This design comes from an exercise in tuning for small area, a short achievable clock period and few clock cycles per item on the open sky130 flow, not from production work. The RTL was checked by simulation tests, not by an equivalence proof against the original design.

## main
==> flow/design.v (excerpt) <==
module crc_helper (
    input  wire        clk,
    input  wire        rst,
    input  wire        start,
    output wire        start_ready,
    input  wire [7:0]  fn,
    input  wire [13:0] len,
    input  wire [63:0] poly,
    input  wire [63:0] init,
    input  wire [63:0] xorout,
    input  wire [31:0] cfg,
    input  wire [15:0] oldw,
    input  wire [15:0] neww,
    input  wire        in_valid,
    output wire        in_ready,
    input  wire [63:0] in_data,
    output reg         done,
    output wire [7:0]  status,
    output reg  [63:0] result
);
Settings: LEC_CHECK=0, CAP_MARGIN=20, CORE_MARGIN=2, CORE_UTILIZATION=30, SLEW_MARGIN=20; clock period 40.0 ns.
standard.sh (not shown) runs the stock make flow with config.mk's settings and CLKGATE_MAP_FILE= SYNTH_SCRIPT=/design/flow/synth_recipe.tcl, a recipe that flattens the netlist after the stock synthesis.
==> flow/flow/run.sh <==
#!/bin/bash
# The standard layout, with repair_timing asked for more setup slack than
# the standard margin so that it sizes the paths that set the achieved period.
# The clock period and the constraints are the design's, unchanged.
set -euo pipefail
bash standard.sh SETUP_SLACK_MARGIN=31 finish > standard_make.log 2>&1
Testbench counts of main, summed over its fixed seeds: cycles 51,748, bytes 249,318.
#### Input delta (the feature branch over main)
--- a/flow/design.v
+++ b/flow/design.v
@@ -58,18 +58,22 @@
     always @* begin
         cinit = 64'd0; cpoly = 64'd0;
         if (f32)  begin cinit = 64'hFFFFFFFF_00000000; cpoly = 64'h04C11DB7_00000000; end
         if (f32c) begin cinit = 64'hFFFFFFFF_00000000; cpoly = 64'h1EDC6F41_00000000; end
         if (f8)   begin cinit = 64'hFF000000_00000000; cpoly = 64'h1D000000_00000000; end
         if (f16)  begin cinit = 64'hFFFF0000_00000000; cpoly = 64'h10210000_00000000; end
         if (f32k) begin cinit = 64'hFFFFFFFF_00000000; cpoly = 64'hF4ACFB13_00000000; end
         if (f64)  begin cinit = 64'd0;                 cpoly = 64'h42F0E1EB_A9EA3693; end
     end
+    function [7:0] rev8(input [7:0] x);
+        integer k;
+        for (k = 0; k < 8; k = k + 1) rev8[k] = x[7 - k];
+    endfunction
     function [63:0] gbyte(input [63:0] r, input [7:0] b, input [63:0] pp);
         integer k;
         reg fb;
         begin
             for (k = 7; k >= 0; k = k - 1) begin
                 fb = r[63] ^ b[k];
                 r = {r[62:0], 1'b0} ^ (fb ? pp : 64'd0);
             end
             gbyte = r;
@@ -293,37 +297,44 @@
             else if (fupd)
                 crc <= 64'd0;
             else if (fcsum)
                 crc <= {48'd0, crc[15:0]};
             else if (!fprog) begin
                 crc <= cinit;
                 p   <= cpoly;
             end
         end
-        if (s_aln | s_out) begin
+        if (s_aln) begin
             if (cnt >= 6'd8) begin
-                crc <= {crc[55:0], s_out ? crc[63:56] : 8'd0};
+                crc <= {crc[55:0], 8'd0};
+                p   <= {p[55:0], 8'd0};
                 cnt <= cnt - 6'd8;
             end else begin
-                crc <= {crc[62:0], s_out & crc[63]};
+                crc <= {crc[62:0], 1'b0};
+                p   <= {p[62:0], 1'b0};
                 cnt <= cnt - 6'd1;
             end
         end
-        if (s_aln) begin
-            if (cnt >= 6'd8) p <= {p[55:0], 8'd0};
-            else             p <= {p[62:0], 1'b0};
-        end
         if (s_run) begin
             if (run) begin
                 if (ksum)              crc[28:0]  <= acc_n;
                 else if (one & k_crc32) crc[63:32] <= e_crc32;
                 else if (one & k_crc32c) crc[63:32] <= e_crc32c;
                 else if (one) crc[63:56] <= e_crc8;
                 else                   crc        <= gout;
             end
             cnt <= rot_w;
         end
+        if (s_out) begin
+            if (cnt >= 6'd8) begin
+                crc <= {crc[55:0], crc[63:56]};
+                cnt <= cnt - 6'd8;
+            end else begin
+                crc <= {crc[62:0], crc[63]};
+                cnt <= cnt - 6'd1;
+            end
+        end
         if (s_fin)
             result <= fupd  ? {48'd0, ~cs2} :
                       fcsum ? {48'd0, cs2}  : crc_res;
     end
 endmodule
## What came out
- Row largest net degree at the start of global routing: the feature branch lower / main higher
- There was hardly any difference in number of pins exceeding their max-slew limit in the final report between the feature branch and main.
- On final clock skew: the feature branch sits below main.
- Of the feature branch and main, it is the feature branch that has the higher die area.
- main → the feature branch: instance area at placement increased by 1500 sq um relative to the old numbers, gate count of the mapped netlist increased by 284 relative to the old numbers, final cell area excluding filler cells increased by 4.0% relative to the old numbers.
- Between the feature branch and main, register-to-register slack is lower for the feature branch, main comes in above that.
- Via count on the feature branch is behind main.
Testbench counts of the feature branch, summed over its fixed seeds: cycles 51,748, bytes 249,318.

==> re-timing with driven ports <==
No port has a modelled driver above. Below, the same layouts with a new extraction and two added sets of constraints. Step 1, drivers: a clkbuf_16 drives clk and a buf_2 each remaining input, both assumed. Step 2 times the ports against the registers' clock, not the clock port: input delays grow and output delays shrink by t, the midpoint of the rising clock arrivals with the driver on. a / b / c = ideal / step 1 / step 2; a / b = the first two.
run	t (ns)	slack for setup (ns)	hold WS [ns]	clock arrival spread, ns	worst register clock-pin slew, ns
main	0.754	30.831 / 30.742 / 30.247	0.499 / 0.499 / 0.499	0.084 / 0.085	0.08 / 0.08
the feature branch	0.751	30.805 / 30.716 / 30.201	0.502 / 0.502 / 0.502	0.041 / 0.040	0.07 / 0.07
After both steps setup and hold are still met in every run listed. For the feature branch, which loses most, drivers alone change the setup slack by -0.089 ns; drivers and shift together by -0.604 ns.
